Context: an optimization exercise on an open-source flow, tuned for small area, a short achievable clock period and few clock cycles. The choices shown serve that exercise and are no tape-out recipe.
RTL that was checked went through simulation tests only; none was proved equivalent to the original.

Setup of job 101:
==> module bq_fmul, before the edit <==
module bq_fmul (
    input  wire        clk,
    input  wire [31:0] a,
    input  wire [31:0] b,
    output wire [31:0] y
);
    wire [7:0]  ea = a[30:23], eb = b[30:23];
    wire        a_max = &ea, b_max = &eb;
    wire        a_den = ~(|ea), b_den = ~(|eb);
    wire        a_nan  = a_max & (|a[22:0]);
    wire        b_nan  = b_max & (|b[22:0]);
    wire        a_inf  = a_max & ~(|a[22:0]);
    wire        b_inf  = b_max & ~(|b[22:0]);
    wire        a_zero = a_den & ~(|a[22:0]);
    wire        b_zero = b_den & ~(|b[22:0]);
    wire [23:0] ma0 = {~a_den, a[22:0]};
    wire [23:0] mb0 = {~b_den, b[22:0]};
    wire [5:0]  lza6, lzb6;
    bq_lzc32 u_lza (.x({ma0, 8'hFF}), .n(lza6));
    bq_lzc32 u_lzb (.x({mb0, 8'hFF}), .n(lzb6));
    wire [4:0]  lza = a_den ? lza6[4:0] : 5'd0;
    wire [4:0]  lzb = b_den ? lzb6[4:0] : 5'd0;
    wire [23:0] ma  = ma0 << lza;
    wire [23:0] mb  = mb0 << lzb;
    wire [4:0]  sh  = lza + lzb;
    wire [47:0] r0 [0:23];
    wire [47:0] r1 [0:15];
    wire [47:0] r2 [0:10];
    wire [47:0] r3 [0:7];
    wire [47:0] r4 [0:5];
    wire [47:0] r5 [0:3];
    wire [47:0] r6 [0:2];
    wire [47:0] r7 [0:1];
    genvar i;
    generate
        for (i = 0; i < 24; i = i + 1) begin : pp
            assign r0[i] = {24'd0, ma & {24{mb[i]}}} << i;
        end
        for (i = 0; i < 8; i = i + 1) begin : c1
            assign r1[2*i]   = r0[3*i] ^ r0[3*i+1] ^ r0[3*i+2];
            assign r1[2*i+1] = ((r0[3*i] & r0[3*i+1]) | (r0[3*i] & r0[3*i+2]) | (r0[3*i+1] & r0[3*i+2])) << 1;
        end
        for (i = 0; i < 5; i = i + 1) begin : c2
            assign r2[2*i]   = r1[3*i] ^ r1[3*i+1] ^ r1[3*i+2];
            assign r2[2*i+1] = ((r1[3*i] & r1[3*i+1]) | (r1[3*i] & r1[3*i+2]) | (r1[3*i+1] & r1[3*i+2])) << 1;
        end
        assign r2[10] = r1[15];
        for (i = 0; i < 3; i = i + 1) begin : c3
            assign r3[2*i]   = r2[3*i] ^ r2[3*i+1] ^ r2[3*i+2];
            assign r3[2*i+1] = ((r2[3*i] & r2[3*i+1]) | (r2[3*i] & r2[3*i+2]) | (r2[3*i+1] & r2[3*i+2])) << 1;
        end
        assign r3[6] = r2[9];
        assign r3[7] = r2[10];
        for (i = 0; i < 2; i = i + 1) begin : c4
            assign r4[2*i]   = r3[3*i] ^ r3[3*i+1] ^ r3[3*i+2];
            assign r4[2*i+1] = ((r3[3*i] & r3[3*i+1]) | (r3[3*i] & r3[3*i+2]) | (r3[3*i+1] & r3[3*i+2])) << 1;
        end
        assign r4[4] = r3[6];
        assign r4[5] = r3[7];
        for (i = 0; i < 2; i = i + 1) begin : c5
            assign r5[2*i]   = r4[3*i] ^ r4[3*i+1] ^ r4[3*i+2];
            assign r5[2*i+1] = ((r4[3*i] & r4[3*i+1]) | (r4[3*i] & r4[3*i+2]) | (r4[3*i+1] & r4[3*i+2])) << 1;
        end
        assign r6[0] = r5[0] ^ r5[1] ^ r5[2];
        assign r6[1] = ((r5[0] & r5[1]) | (r5[0] & r5[2]) | (r5[1] & r5[2])) << 1;
        assign r6[2] = r5[3];
        assign r7[0] = r6[0] ^ r6[1] ^ r6[2];
        assign r7[1] = ((r6[0] & r6[1]) | (r6[0] & r6[2]) | (r6[1] & r6[2])) << 1;
    endgenerate
    wire [8:0] xsum = {1'b0, ea | {7'd0, a_den}} + {1'b0, eb | {7'd0, b_den}};
    wire signed [10:0] be = $signed({2'b00, xsum}) - 11'sd127 - $signed({6'd0, sh});
    wire [1:0] cls = (a_nan | b_nan | (a_inf & b_zero) | (b_inf & a_zero)) ? 2'd1 :
                     (a_inf | b_inf) ? 2'd2 :
                     (a_zero | b_zero | (a_den & b_den)) ? 2'd3 : 2'd0;
    reg [47:0]        ps_r, pc_r;        
    reg signed [10:0] be_r;
    reg [1:0]         cls_r;
    reg               s_r;
    always @(posedge clk) begin
        ps_r  <= r7[0];
        pc_r  <= r7[1];
        be_r  <= be;
        cls_r <= cls;
        s_r   <= a[31] ^ b[31];
    end
    wire [47:0] p;
    wire        p_co;
    bq_add #(.W(48)) u_cpa (.a(ps_r), .b(pc_r), .ci(1'b0), .s(p), .co(p_co));
    bq_round u_round (.sign(s_r), .p(p), .be(be_r), .cls(cls_r), .res(y));
endmodule
==> flow/config.mk <==
export PLATFORM = sky130hd
export DESIGN_NAME = biquad
export DESIGN_NICKNAME = biquad
export VERILOG_FILES = /design/flow/design.v
export SDC_FILE = /design/flow/constraint.sdc
export NUM_CORES = 4
export LEC_CHECK = 0
export CAP_MARGIN = 40
export CORE_MARGIN = 2
export CORE_UTILIZATION = 40
export PLACE_DENSITY = 0.6
export SLEW_MARGIN = 40
==> flow/constraint.sdc <==
create_clock -name core_clock -period 20.0 [get_ports {clk}]
set_input_delay 4.0000 -clock core_clock [delete_from_list [all_inputs] [get_ports {clk}]]
set_output_delay 4.0000 -clock core_clock [all_outputs]
set_load 0.01 [all_outputs]
standard.sh (not shown) runs the stock make flow with config.mk's settings and CLKGATE_MAP_FILE= SYNTH_SCRIPT=/design/flow/synth_recipe.tcl, a recipe that flattens the netlist after the stock synthesis.
==> flow/flow/run.sh <==
#!/bin/bash
# Standard layout (the standard.sh, unchanged synthesis). Timing repair
# up to clock tree synthesis aims for a larger setup margin on the worst
# path only; after global routing no further timing repair is asked for.
set -eo pipefail
cp config.mk config.orig.mk
SETUP_SLACK_MARGIN=13 TNS_END_PERCENT=0 bash standard.sh cts > standard_cts.log 2>&1
SETUP_SLACK_MARGIN=0 TNS_END_PERCENT=0 bash standard.sh > standard_finish.log 2>&1
Testbench counts of job 101, summed over its fixed seeds: cycles 60,008.
Setup changes, job 101 to job 103
--- a/flow/design.v
+++ b/flow/design.v
@@ -222,20 +222,19 @@
     wire        a_inf  = a_max & ~(|a[22:0]);
     wire        b_inf  = b_max & ~(|b[22:0]);
     wire        a_zero = a_den & ~(|a[22:0]);
     wire        b_zero = b_den & ~(|b[22:0]);
     wire [23:0] ma0 = {~a_den, a[22:0]};
     wire [23:0] mb0 = {~b_den, b[22:0]};
-    wire [5:0]  lza6, lzb6;
-    bq_lzc32 u_lza (.x({ma0, 8'hFF}), .n(lza6));
-    bq_lzc32 u_lzb (.x({mb0, 8'hFF}), .n(lzb6));
-    wire [4:0]  lza = a_den ? lza6[4:0] : 5'd0;
-    wire [4:0]  lzb = b_den ? lzb6[4:0] : 5'd0;
-    wire [23:0] ma  = ma0 << lza;
-    wire [23:0] mb  = mb0 << lzb;
-    wire [4:0]  sh  = lza + lzb;
+    wire [23:0] mden = a_den ? ma0 : mb0;
+    wire [5:0]  lz6;
+    bq_lzc32 u_lz (.x({mden, 8'hFF}), .n(lz6));
+    wire [4:0]  sh   = (a_den | b_den) ? lz6[4:0] : 5'd0;
+    wire [23:0] mnrm = mden << sh;
+    wire [23:0] ma   = a_den ? mnrm : ma0;
+    wire [23:0] mb   = (b_den & ~a_den) ? mnrm : mb0;
     wire [47:0] r0 [0:23];
     wire [47:0] r1 [0:15];
     wire [47:0] r2 [0:10];
     wire [47:0] r3 [0:7];
     wire [47:0] r4 [0:5];
     wire [47:0] r5 [0:3];
[summary]
- Job 103 vs. job 101: time the worst path needs with I/O delays and setup went up by 0.39 ns.
- Maximum number of pins on one net before global-route repair, job 103 vs job 101: down by more than 10%
- Compared job 103 against job 101; final instance area within noise.
- Compare job 101 and job 103 | multi-input logic area higher: job 103
- Compare job 101 and job 103 | hold slack lower: job 101
- Sequential share of layout area: job 101 vs job 103 — no meaningful difference
Only the layout flow was run in job 103; the RTL was not checked for function there.

## re-timing with driven ports
How much do the figures lean on ideal ports? The routed layouts below were timed once more, with nothing changed but the port constraints.
Step 1: set_driving_cell puts a clkbuf_16 on clk and a buf_2 on each other input, an assumption about the parent block.
Step 2 moves the port delays by t, midway between the first and last clock arrival at a register: inputs arrive t later, outputs are due t later. That takes back most of the time a late clock gives input paths.
Three values: no drivers, after step 1, after step 2; two values: the first two.
run | t, ns | slack for setup (ns) | clock arrival spread, ns | slew at the worst register clock pin (ns) | worst slew at a driven data input, ns
job 101 | 0.656 | 11.724 / 11.724 / 11.724 | 0.055 / 0.054 | 0.07 / 0.07 | 0.11
job 103 | 0.657 | 11.334 / 11.334 / 11.334 | 0.041 / 0.041 | 0.08 / 0.08 | 0.16
After both steps setup and hold are still met in every run listed.
